This is an optimization exercise on Yosys and OpenROAD, whose aim is a short achievable clock period and few clock cycles, not a production implementation.
Only simulation tests tie the RTL to the original design; equivalence was not proved.

$ cat flow/design.v
module kz_imgdigest #(
    parameter integer NC    = 2,      
    parameter integer DEPTH = 8      
) (
    input  wire         clk,
    input  wire         rst,         
    input  wire         in_valid,
    output wire         in_ready,
    input  wire [35:0]  in_w0,       
    input  wire [35:0]  in_w1,       
    input  wire         in_last,     
    output reg          out_valid,   
    output wire [255:0] digest       
);
    function integer nbits(input integer v);
        integer n;
        begin
            nbits = 1;
            for (n = 2; n < v; n = n * 2)
                nbits = nbits + 1;
        end
    endfunction
    localparam integer CW = nbits(NC);
    localparam integer AW = nbits(DEPTH);
    localparam [255:0] IV = {
        32'h6a09e667, 32'hbb67ae85, 32'h3c6ef372, 32'ha54ff53a,
        32'h510e527f, 32'h9b05688c, 32'h1f83d9ab, 32'h5be0cd19
    };
    reg         rst_r;           
    reg         in_ready_r;
    reg         acc;             
    reg  [71:0] inr;
    reg         inr_last;
    assign in_ready = in_ready_r;
    wire take = in_valid && in_ready_r;
    always @(posedge clk) begin
        rst_r    <= rst;
        acc      <= take && !rst;
        inr      <= {in_w0, in_w1};
        inr_last <= in_last;
    end
    reg  [7:0]  slot [0:72];     
    reg  [63:0] poh;             
    reg  [30:0] blen;            
    reg         tail;            
    reg  [CW-1:0] pk_core;       
    reg  [511:0]  blk;           
    reg           blk_v;
    reg           blk_final;
    reg  [CW-1:0] blk_core;
    reg  [7:0]  nb [0:72];
    integer j, k;
    always @* begin
        for (j = 0; j < 73; j = j + 1) begin
            nb[j] = slot[j];
            for (k = 0; k < 9; k = k + 1)
                if (j - k >= 0 && j - k < 64)
                    nb[j] = nb[j] | (inr[71 - 8 * k -: 8] & {8{poh[j - k]}});
            if (j >= 9)
                nb[j] = nb[j] | {poh[j - 9] & inr_last, 7'd0};
        end
    end
    wire fits   = |poh[46:0];     
    wire spills = |poh[63:55];    
    wire [63:0] poh_nx = {poh[54:0], poh[63:55]};
    reg [511:0] nblk;
    reg [511:0] slotblk;
    always @* begin
        for (j = 0; j < 64; j = j + 1) begin
            nblk[511 - 8 * j -: 8]    = nb[j];
            slotblk[511 - 8 * j -: 8] = slot[j];
        end
    end
    wire [63:0] len64 = {33'd0, blen};
    always @(posedge clk) begin
        blk_v <= 1'b0;
        if (rst_r) begin
            poh     <= 64'd1;
            blen    <= 31'd72;
            tail    <= 1'b0;
            pk_core <= {CW{1'b0}};
            for (j = 0; j < 73; j = j + 1)
                slot[j] <= 8'd0;
        end else if (tail) begin
            blk       <= slotblk | {448'd0, len64};
            blk_v     <= 1'b1;
            blk_final <= 1'b1;
            blk_core  <= pk_core;
            pk_core   <= (pk_core == NC - 1) ? {CW{1'b0}} : pk_core + 1'b1;
            tail      <= 1'b0;
            poh       <= 64'd1;
            blen      <= 31'd72;
            for (j = 0; j < 73; j = j + 1)
                slot[j] <= 8'd0;
        end else if (acc) begin
            blk_core <= pk_core;
            if (inr_last) begin
                if (fits) begin
                    blk       <= nblk | {448'd0, len64};
                    blk_v     <= 1'b1;
                    blk_final <= 1'b1;
                    pk_core   <= (pk_core == NC - 1) ? {CW{1'b0}} : pk_core + 1'b1;
                    poh       <= 64'd1;
                    blen      <= 31'd72;
                    for (j = 0; j < 73; j = j + 1)
                        slot[j] <= 8'd0;
                end else begin
                    blk       <= nblk;
                    blk_v     <= 1'b1;
                    blk_final <= 1'b0;
                    tail      <= 1'b1;
                    for (j = 0; j < 73; j = j + 1)
                        slot[j] <= (j < 9 && spills) ? nb[j + 64] : 8'd0;
                end
            end else begin
                blen <= blen + 31'd72;
                poh <= poh_nx;
                if (spills) begin
                    blk       <= nblk;
                    blk_v     <= 1'b1;
                    blk_final <= 1'b0;
                    for (j = 0; j < 73; j = j + 1)
                        slot[j] <= (j < 9) ? nb[j + 64] : 8'd0;
                end else begin
                    for (j = 0; j < 73; j = j + 1)
                        slot[j] <= nb[j];
                end
            end
        end
    end
    reg  [CW-1:0] in_core;
    wire [AW:0]   fcount [0:NC-1];        
    wire [AW:0]   room = DEPTH - fcount[in_core];
    always @(posedge clk) begin
        if (rst || rst_r) begin
            in_ready_r <= 1'b0;
            if (rst_r)
                in_core <= {CW{1'b0}};
        end else begin
            if (take && in_last)
                in_core <= (in_core == NC - 1) ? {CW{1'b0}} : in_core + 1'b1;
            in_ready_r <= !(take && in_last) && (room >= ((NC == 1) ? 3 : 2));
        end
    end
    wire [255:0]  res    [0:NC-1];
    wire [NC-1:0] res_v;
    reg  [CW-1:0] optr;
    reg  [255:0]  dig_r;
    wire          deliver = res_v[optr];
    genvar c;
    generate
        for (c = 0; c < NC; c = c + 1) begin : g_core
            kz_core #(.DEPTH(DEPTH), .AW(AW)) u_core (
                .clk      (clk),
                .rst      (rst_r),
                .push     (blk_v && blk_core == c),
                .push_blk (blk),
                .push_fin (blk_final),
                .fcount   (fcount[c]),
                .res      (res[c]),
                .res_v    (res_v[c]),
                .res_take (deliver && optr == c)
            );
        end
    endgenerate
    always @(posedge clk) begin
        if (rst || rst_r) begin
            out_valid <= 1'b0;
            if (rst_r)
                optr <= {CW{1'b0}};
        end else begin
            out_valid <= deliver;
            if (deliver) begin
                dig_r <= res[optr];
                optr  <= (optr == NC - 1) ? {CW{1'b0}} : optr + 1'b1;
            end
        end
    end
    assign digest = dig_r;
endmodule
module kz_core #(
    parameter integer DEPTH = 16,
    parameter integer AW    = 4           
) (
    input  wire           clk,
    input  wire           rst,
    input  wire           push,
    input  wire [511:0]   push_blk,
    input  wire           push_fin,
    output wire [AW:0]    fcount,
    output wire [255:0]   res,
    output wire           res_v,
    input  wire           res_take
);
    localparam [255:0] IV = {
        32'h6a09e667, 32'hbb67ae85, 32'h3c6ef372, 32'ha54ff53a,
        32'h510e527f, 32'h9b05688c, 32'h1f83d9ab, 32'h5be0cd19
    };
    function [31:0] rotr(input [31:0] x, input integer n);
        rotr = (x >> n) | (x << (32 - n));
    endfunction
    function [31:0] bsig0(input [31:0] x);
        bsig0 = rotr(x, 2) ^ rotr(x, 13) ^ rotr(x, 22);
    endfunction
    function [31:0] bsig1(input [31:0] x);
        bsig1 = rotr(x, 6) ^ rotr(x, 11) ^ rotr(x, 25);
    endfunction
    function [31:0] ssig0(input [31:0] x);
        ssig0 = rotr(x, 7) ^ rotr(x, 18) ^ (x >> 3);
    endfunction
    function [31:0] ssig1(input [31:0] x);
        ssig1 = rotr(x, 17) ^ rotr(x, 19) ^ (x >> 10);
    endfunction
    function [31:0] kconst(input [5:0] i);
        case (i)
            6'd0:  kconst = 32'h428a2f98; 6'd1:  kconst = 32'h71374491;
            6'd2:  kconst = 32'hb5c0fbcf; 6'd3:  kconst = 32'he9b5dba5;
            6'd4:  kconst = 32'h3956c25b; 6'd5:  kconst = 32'h59f111f1;
            6'd6:  kconst = 32'h923f82a4; 6'd7:  kconst = 32'hab1c5ed5;
            6'd8:  kconst = 32'hd807aa98; 6'd9:  kconst = 32'h12835b01;
            6'd10: kconst = 32'h243185be; 6'd11: kconst = 32'h550c7dc3;
            6'd12: kconst = 32'h72be5d74; 6'd13: kconst = 32'h80deb1fe;
            6'd14: kconst = 32'h9bdc06a7; 6'd15: kconst = 32'hc19bf174;
            6'd16: kconst = 32'he49b69c1; 6'd17: kconst = 32'hefbe4786;
            6'd18: kconst = 32'h0fc19dc6; 6'd19: kconst = 32'h240ca1cc;
            6'd20: kconst = 32'h2de92c6f; 6'd21: kconst = 32'h4a7484aa;
            6'd22: kconst = 32'h5cb0a9dc; 6'd23: kconst = 32'h76f988da;
            6'd24: kconst = 32'h983e5152; 6'd25: kconst = 32'ha831c66d;
            6'd26: kconst = 32'hb00327c8; 6'd27: kconst = 32'hbf597fc7;
            6'd28: kconst = 32'hc6e00bf3; 6'd29: kconst = 32'hd5a79147;
            6'd30: kconst = 32'h06ca6351; 6'd31: kconst = 32'h14292967;
            6'd32: kconst = 32'h27b70a85; 6'd33: kconst = 32'h2e1b2138;
            6'd34: kconst = 32'h4d2c6dfc; 6'd35: kconst = 32'h53380d13;
            6'd36: kconst = 32'h650a7354; 6'd37: kconst = 32'h766a0abb;
            6'd38: kconst = 32'h81c2c92e; 6'd39: kconst = 32'h92722c85;
            6'd40: kconst = 32'ha2bfe8a1; 6'd41: kconst = 32'ha81a664b;
            6'd42: kconst = 32'hc24b8b70; 6'd43: kconst = 32'hc76c51a3;
            6'd44: kconst = 32'hd192e819; 6'd45: kconst = 32'hd6990624;
            6'd46: kconst = 32'hf40e3585; 6'd47: kconst = 32'h106aa070;
            6'd48: kconst = 32'h19a4c116; 6'd49: kconst = 32'h1e376c08;
            6'd50: kconst = 32'h2748774c; 6'd51: kconst = 32'h34b0bcb5;
            6'd52: kconst = 32'h391c0cb3; 6'd53: kconst = 32'h4ed8aa4a;
            6'd54: kconst = 32'h5b9cca4f; 6'd55: kconst = 32'h682e6ff3;
            6'd56: kconst = 32'h748f82ee; 6'd57: kconst = 32'h78a5636f;
            6'd58: kconst = 32'h84c87814; 6'd59: kconst = 32'h8cc70208;
            6'd60: kconst = 32'h90befffa; 6'd61: kconst = 32'ha4506ceb;
            6'd62: kconst = 32'hbef9a3f7; default: kconst = 32'hc67178f2;
        endcase
    endfunction
    function [63:0] csa(input [31:0] x, input [31:0] y, input [31:0] z);
        reg [31:0] s, cy;
        begin
            s  = x ^ y ^ z;
            cy = ((x & y) | (x & z) | (y & z)) << 1;
            csa = {s, cy};
        end
    endfunction
    function [31:0] kadd(input [31:0] x, input [31:0] y);
        reg [31:0] gg, pp, g2, p2;
        integer k, l;
        begin
            gg = x & y;
            pp = x ^ y;
            for (l = 1; l < 32; l = l * 2) begin
                g2 = gg;
                p2 = pp;
                for (k = l; k < 32; k = k + 1) begin
                    g2[k] = gg[k] | (pp[k] & gg[k - l]);
                    p2[k] = pp[k] & pp[k - l];
                end
                gg = g2;
                pp = p2;
            end
            kadd = (x ^ y) ^ {gg[30:0], 1'b0};
        end
    endfunction
    integer i;
    reg [512*DEPTH-1:0] mem;
    reg [DEPTH-1:0]     memf;
    reg [AW-1:0]        wp, rp;
    reg [AW:0]          count;
    reg [511:0]         hblk;
    reg                 hfin, hok;
    wire                start;
    wire [AW:0] count_nx = count + (push ? 1'b1 : 1'b0) - (start ? 1'b1 : 1'b0);
    assign fcount = count_nx;
    always @(posedge clk) begin
        for (i = 0; i < DEPTH; i = i + 1) begin
            if (push && wp == i) begin
                mem[512 * i +: 512] <= push_blk;
                memf[i]             <= push_fin;
            end
        end
        hblk <= mem[512 * rp +: 512];
        hfin <= memf[rp];
        if (rst) begin
            wp    <= {AW{1'b0}};
            rp    <= {AW{1'b0}};
            count <= {(AW+1){1'b0}};
            hok   <= 1'b0;
        end else begin
            if (push)
                wp <= (wp == DEPTH - 1) ? {AW{1'b0}} : wp + 1'b1;
            if (start)
                rp <= (rp == DEPTH - 1) ? {AW{1'b0}} : rp + 1'b1;
            count <= count_nx;
            hok   <= !start && (count != 0);
        end
    end
    wire [511:0] head     = hblk;
    wire         head_fin = hfin;
    reg [5:0] su;                 
    reg       sfirst, sfinal;
    reg       kv, kfirst;
    reg [4:0] kt;
    reg       rv, rfinal;
    reg       k0;                 
    reg       rl;                 
    reg       post, post_fin;     
    reg       kfinal;
    reg       nextfirst;
    reg       fin_busy;           
    reg [1:0] rc;                 
    wire slot_ok = (su == 6'd32 && !sfinal) || (su == 6'd0 && !kv && !rv);
    assign start = hok && slot_ok &&
                   (!head_fin || (!fin_busy && rc != 2'd2));
    wire ld = k0 && !rl;                       
    always @(posedge clk) begin
        if (rst) begin
            su        <= 6'd0;
            kv        <= 1'b0;
            rv        <= 1'b0;
            k0        <= 1'b0;
            rl        <= 1'b0;
            post      <= 1'b0;
            post_fin  <= 1'b0;
            nextfirst <= 1'b1;
            fin_busy  <= 1'b0;
            rc        <= 2'd0;
        end else begin
            if (start)
                su <= 6'd1;
            else if (su == 6'd32)
                su <= 6'd0;
            else if (su != 6'd0)
                su <= su + 6'd1;
            kv       <= (su != 6'd0);
            rv       <= kv;
            k0       <= (su == 6'd1);
            rl       <= kv && (kt == 5'd31);
            post     <= rl;
            post_fin <= rl && rfinal;
            if (start) begin
                nextfirst <= head_fin;
                if (head_fin)
                    fin_busy <= 1'b1;
            end
            if (post_fin)
                fin_busy <= 1'b0;
            rc <= rc + (post_fin ? 2'd1 : 2'd0) - (res_take ? 2'd1 : 2'd0);
        end
        if (start) begin
            sfirst <= nextfirst;
            sfinal <= head_fin;
        end
        kt     <= su[4:0] - 5'd1;
        kfirst <= sfirst;
        kfinal <= sfinal;
        rfinal <= kfinal;
    end
    reg [31:0] W [0:15];
    reg [31:0] kA1, kA2, kE2;    
    reg [31:0] kw1, kwA2, kwE2;  
    reg [31:0] H [0:7];
    wire [31:0] wn0 = ssig1(W[14]) + W[9]  + ssig0(W[1]) + W[0];
    wire [31:0] wn1 = ssig1(W[15]) + W[10] + ssig0(W[2]) + W[1];
    always @(posedge clk) begin
        if (start) begin
            for (i = 0; i < 16; i = i + 1)
                W[i] <= head[511 - 32 * i -: 32];
            kA1 <= kconst(6'd0);
            kA2 <= kconst(6'd1);
            kE2 <= kconst(6'd1);
        end else if (su != 6'd0) begin
            for (i = 0; i < 14; i = i + 1)
                W[i] <= W[i + 2];
            W[14] <= wn0;
            W[15] <= wn1;
            kA1 <= kconst({su[4:0], 1'b0});
            if (su == 6'd31) begin
                kA2 <= kconst(6'd63) + H[0];
                kE2 <= kconst(6'd63) + H[4];
            end else begin
                kA2 <= kconst({su[4:0], 1'b1});
                kE2 <= kconst({su[4:0], 1'b1});
            end
        end
        kw1  <= W[0] + kA1;
        kwA2 <= W[1] + kA2;
        kwE2 <= W[1] + kE2;
    end
    reg [31:0] a, b, cc, d, e, f, g, h;
    reg [31:0] P1, Q1, P2, Q2;   
    function [63:0] round(input [31:0] ra, input [31:0] rb, input [31:0] rc_,
                          input [31:0] re, input [31:0] rf, input [31:0] rg,
                          input [31:0] rp, input [31:0] rq);
        reg [31:0] s1, ch, s0, mj;
        reg [63:0] ce, ca1, ca2, ca3;
        begin
            s1  = bsig1(re);
            ch  = (re & rf) | (~re & rg);
            s0  = bsig0(ra);
            mj  = (ra & (rb | rc_)) | (rb & rc_);
            ce  = csa(ch, rq, s1);
            ca1 = csa(s1, ch, rp);
            ca2 = csa(ca1[63:32], ca1[31:0], s0);
            ca3 = csa(ca2[63:32], ca2[31:0], mj);
            round = {kadd(ca3[63:32], ca3[31:0]), kadd(ce[63:32], ce[31:0])};
        end
    endfunction
    wire [63:0] r1 = round(a, b, cc, e, f, g, P1, Q1);
    wire [31:0] a1 = r1[63:32];
    wire [31:0] e1 = r1[31:0];
    wire [63:0] r2 = round(a1, a, b, e1, e, f, P2, Q2);
    wire [31:0] a2 = r2[63:32];
    wire [31:0] e2 = r2[31:0];
    wire [31:0] i_c = rl ? H[2] + a : (kfirst ? IV[191:160] : H[2]);
    wire [31:0] i_d = rl ? H[3] + b : (kfirst ? IV[159:128] : H[3]);
    wire [31:0] i_g = rl ? H[6] + e : (kfirst ? IV[63:32]   : H[6]);
    wire [31:0] i_h = rl ? H[7] + f : (kfirst ? IV[31:0]    : H[7]);
    wire [31:0] h1s = k0 ? i_h : f;
    wire [31:0] d1s = k0 ? i_d : b;
    wire [31:0] h2s = k0 ? i_g : e;
    wire [31:0] d2s = k0 ? i_c : a;
    reg [255:0] rq0, rq1;
    wire [255:0] rnew = {a, b, cc, d, e, f, g, h};
    assign res   = rq0;
    assign res_v = (rc != 2'd0);
    always @(posedge clk) begin
        P1 <= h1s + kw1;
        Q1 <= d1s + h1s + kw1;
        P2 <= h2s + kwA2;
        Q2 <= d2s + h2s + kwE2;
        if (ld) begin
            a  <= kfirst ? IV[255:224] : H[0];
            b  <= kfirst ? IV[223:192] : H[1];
            cc <= kfirst ? IV[191:160] : H[2];
            d  <= kfirst ? IV[159:128] : H[3];
            e  <= kfirst ? IV[127:96]  : H[4];
            f  <= kfirst ? IV[95:64]   : H[5];
            g  <= kfirst ? IV[63:32]   : H[6];
            h  <= kfirst ? IV[31:0]    : H[7];
        end else begin
            a  <= a2;
            e  <= e2;
            b  <= rl ? H[1] + a1 : a1;
            cc <= rl ? i_c       : a;
            d  <= rl ? i_d       : b;
            f  <= rl ? H[5] + e1 : e1;
            g  <= rl ? i_g       : e;
            h  <= rl ? i_h       : f;
        end
        if (post) begin
            H[0] <= a;  H[1] <= b; H[2] <= cc; H[3] <= d;
            H[4] <= e;  H[5] <= f; H[6] <= g;  H[7] <= h;
        end else if (ld && kfirst) begin
            for (i = 0; i < 8; i = i + 1)
                H[i] <= IV[255 - 32 * i -: 32];
        end
        if (res_take) begin
            rq0 <= (post_fin && rc == 2'd1) ? rnew : rq1;
            if (post_fin)
                rq1 <= rnew;
        end else if (post_fin) begin
            if (rc == 2'd0)
                rq0 <= rnew;
            else
                rq1 <= rnew;
        end
    end
endmodule
$ cat flow/run.sh
#!/bin/bash
# synth_recipe.tcl (not shown) runs the flow's synth.tcl, then flattens the netlist and writes it again
# the make line also repeats each setting of config.mk as NAME=value (left out here)
make -C /OpenROAD-flow-scripts/flow DESIGN_CONFIG=/design/flow/config.mk WORK_HOME=/design/flow/orfs CLKGATE_MAP_FILE= SYNTH_SCRIPT=/design/flow/synth_recipe.tcl finish
$ cat flow/config.mk
export PLATFORM = sky130hd
export DESIGN_NAME = kz_imgdigest
export DESIGN_NICKNAME = kz_imgdigest
export VERILOG_FILES = /design/flow/design.v
export SDC_FILE = /design/flow/constraint.sdc
export NUM_CORES = 4
export LEC_CHECK = 0
export CAP_MARGIN = 20
export CORE_MARGIN = 2
export CORE_UTILIZATION = 40
export PLACE_DENSITY = 0.5
export SETUP_SLACK_MARGIN = 1.5
export SLEW_MARGIN = 20
$ cat flow/constraint.sdc
create_clock -name core_clock -period 10.0 [get_ports {clk}]
set_input_delay 2.0000 -clock core_clock [delete_from_list [all_inputs] [get_ports {clk}]]
set_output_delay 2.0000 -clock core_clock [all_outputs]
set_load 0.01 [all_outputs]
==> flow_summary.json <==
{
  "rr_endpoint": "g_core[1].u_core.a[31]",
  "initial_core_util_pct": 40.1,
  "cts_root_buf": "clkbuf_16",
  "gp_congestion": 0.986,
  "nets": 49284,
  "cts_max_level": 7,
  "syn_inst": 45833,
  "seq_area_frac_synth_pct": 62.8,
  "worst-setup-path-type": "reg2reg",
  "timing.reg2reg.setup_slack_ns": 0.62,
  "drive_gt1_share_pct": 20.0,
  "ys_async_sr_fraction_pct": 0,
  "timing.hold.ws_ns": 0.327,
  "die_x_mm": 1.28,
  "setup_viol": 0,
  "hold-path-endpoint": "g_core[0].u_core.rfinal",
  "ys_warn_count": 8,
  "grt_max_degree": 191,
  "portBuffers": 333,
  "startpoint_type": "register",
  "routed_wl_mm": 2930,
  "die_h_mm": 1.28,
  "period_share_pct": 93.8,
  "synth_nets": 48064,
  "maxSlewHeadroom_pct": 8.97,
  "clk_pin_slew_ns": 0.06,
  "worstMarginPinSlew_ns": 1.37,
  "synthDistinctLibCells": 100,
  "syn_area_per_cell_um2": 14.1,
  "via_count": 434389,
  "dp_hpwl_mm": 2020,
  "num_rows": 467,
  "io_pins": 334,
  "overflow": 0,
  "period_needed_ns": 9.38,
  "drt_iter0_markers": 64016,
  "rsz0062_at_grt": "yes",
  "cts.sinks": 14541,
  "rr_worst_depth": 46,
  "avgRoutedWirePerCell_um": 41.4,
  "fin_util_pct": 46.1,
  "drv_cap": 0,
  "syn_to_final_growth_pct": 15.0,
  "max_freq_mhz": 107,
  "cp_max_fo": 4,
  "syn_area_um2": 647000,
  "finClkSkew_ns": 0.179,
  "stdcell_count": 70846,
  "synth_seq_cells": 14541,
  "cts_tree": "built",
  "critPathSlowestCell": "fa_1",
  "cpPeakStageDelay_ns": 0.53,
  "cts_hold_buf": 0,
  "postRouteAntennaNets": 0,
  "clk_latency_ns": 1.46,
  "drc_errors": 0,
  "grt_pass1_wl_mm": 3860,
  "cp.required_ns": 11.22,
  "holdCritPathClass": "reg2reg",
  "arrival_ns": 10.59,
  "n_fill_cell": 142818,
  "synth_edf_count": 11544,
  "grt_pass1_vias": 413604,
  "synth_top_flop_cell": "edfxtp_1",
  "crit_path_end_kind": "register",
  "status": "finished clean",
  "holdPathStages": 0,
  "cts_buffer_depth": 6,
  "dr.pass1.iters": 13,
  "drv_slew": 0,
  "r2r_start": "g_core[1].u_core.e[8]",
  "hp-start": "g_core[0].u_core.kfinal",
  "grt_use_total_pct": 35.0,
  "core_um2": 1620000,
  "placed_cells": 66894,
  "die_area_um2": 1630000,
  "hold_viol": 0,
  "vias_per_cell": 6.13,
  "cts-buffers-inserted": 1635,
  "antenna_found_initial": 548,
  "crit_path_frequent_cell": "buf_4"
}
## layout by cell type, fill, tap and decap left out, types with 150 or more instances in the layout
master / n
edfxtp_1: 11544
nand2_1: 4485
dfxtp_1: 2819
a21oi_1: 2450
mux2_2: 2294
inv_1: 2192
mux4_2: 2058
buf_4: 1892
clkbuf_16: 1667
nor2_1: 1601
xnor2_1: 1473
o21ai_0: 1423
a22oi_1: 1241
ha_1: 1229
fa_1: 883
diode_2: 882
xor2_1: 620
a21o_1: 512
a221oi_1: 505
nand4_1: 462
a22o_1: 453
nand2b_1: 446
nand3_1: 406
clkbuf_1: 381
clkdlybuf4s50_1: 332
clkinv_2: 295
and2_1: 293
nor3_1: 285
nor2b_1: 258
clkinv_1: 222
buf_12: 196
a31oi_1: 195
o21a_1: 194
clkbuf_8: 179
o21bai_1: 163
dfxtp_4: 154
a211oi_1: 150
## final cells by class
type	count	area, um2	share of cell area, %
Clock inverter	747	7170	0.964
Inverter	2241	8460	1.14
Tap cell	21574	27000	3.63
Clock buffer	2227	45600	6.13
Sequential cell	14541	407000	54.7
Antenna cell	882	2210	0.296
Multi-Input combinational cell	26154	225000	30.2
Timing Repair Buffer	2480	22200	2.98
## cells in the mapped netlist (166+ instances only)
cell / instances / share of area (%)
nand2b_1: 449 / 0.43
nor2b_1: 264 / 0.26
a21o_1: 516 / 0.60
nor2_1: 1627 / 0.94
nand2_1: 4495 / 2.6
o21bai_1: 168 / 0.19
xor2_1: 633 / 0.86
nand3_1: 408 / 0.32
o21a_1: 195 / 0.23
a21oi_1: 2547 / 2.0
xnor2_1: 1556 / 2.1
ha_1: 1259 / 2.4
mux2_2: 2294 / 4.0
inv_1: 2227 / 1.3
a22oi_1: 1242 / 1.4
a22o_1: 453 / 0.61
and2_1: 297 / 0.29
buf_1: 602 / 0.35
edfxtp_1: 11544 / 54
a31oi_1: 217 / 0.21
nor3_1: 293 / 0.23
nand4_1: 462 / 0.45
a221oi_1: 506 / 0.68
dfxtp_1: 2997 / 9.3
fa_1: 896 / 2.8
mux4_2: 2058 / 7.2
clkbuf_1: 2292 / 1.3
o21ai_0: 1498 / 1.2
a211oi_1: 166 / 0.19
## per-stage QoR
stage          TNS [ns]  area [um2]  setup slack, ns
6_report              0      744000            0.622
5_1_grt               0      744000            0.350
4_1_cts               0      741000            0.731
3_5_place_dp      -4.11      686000           -0.537
3_3_place_gp      -8.17      686000           -0.769
2_1_floorplan         -      648000            -3.45
## worst max-delay path: cells and delay by family (launching register included)
family / cells / cell delay, ns
AOI/OAI and AO/OA: 18 / 3.20
xor gates and xnor gates: 5 / 0.72
adders and majority gates: 7 / 2.90
buffers and inverters: 13 / 1.46
DFF: 1 / 0.35
muxes: 1 / 0.27
and+or+nand+nor: 2 / 0.34
## sequential cells by signal (all words and copies together), names as in the netlist, 72 cells and up
register and flops:
blk 512, g_core.u_core.rq1 512, g_core.u_core.mem 8192, slot 577
inr 72, g_core.u_core.W 1024, g_core.u_core.hblk 1024, g_core.u_core.H 512
g_core.u_core.rq0 512, dig_r 256
## cell families after synthesis
logic type	after synthesis	share of synthesized area [%]
DFF	14541	62.8
and+or+nand+nor	8707	5.94
AOI/OAI and AO/OA	8508	8.58
buffers and inverters	5138	2.98
muxes	4514	11.4
adders and majority gates	2230	5.32
xor gates and xnor gates	2195	2.98
## metal layers
| layer | part of all wire [%] | GRT usage [%] | up-vias |
|---|---|---|---|
| met5 | 0.089 | 0.738 | - |
| met4 | 7.6 | 21.9 | 214 |
| met3 | 9.2 | 8.59 | 6847 |
| met2 | 45 | 53.9 | 25730 |
| met1 | 38 | 44.5 | 226505 |
| li1 | - | - | 175093 |
## worst max-delay path by stage
stage	start	to	slack, ns
floorplan	blk_core	g_core[0].u_core.mem[2560]	-3.45
global placement	g_core[1].u_core.e[25]	g_core[1].u_core.a[28]	-0.77
detailed placement	g_core[1].u_core.e[25]	g_core[1].u_core.a[25]	-0.54
CTS	g_core[1].u_core.e[2]	g_core[1].u_core.a[31]	0.73
global route	g_core[1].u_core.e[7]	g_core[1].u_core.a[31]	0.35
finish	g_core[1].u_core.e[8]	g_core[1].u_core.a[31]	0.62
## repair_timing
action,CTS,global route
setup endpoints to repair,84,73
pin swaps,183,129
setup buffers,66,27
resized for setup,343,193
Testbench counts, summed over its fixed seeds: cycles 39,262.

separate check: timing with driven ports:
Ports are ideal in the flow. The routed layout listed here was re-timed in OpenROAD. Step 1 assumes that a clkbuf_16 drives the clock port and a buf_2 every other input. Step 2 also shifts input and output timing later by t, the mid clock arrival at the registers, as if the neighbouring blocks saw the same clock. Three values: ideal, step 1, step 2; two values: the first two.
t (ns): 1.559
setup slack, ns: 0.622 / 0.622 / 0.622
latest minus earliest clock arrival (ns): 0.201 / 0.201
slew at the worst register clock pin (ns): 0.07 / 0.07
worst slew at a driven data input, ns: 0.11
After both steps this run still meets setup and hold. For this run, drivers alone change the setup slack by 0.000 ns; drivers and shift together by 0.000 ns.
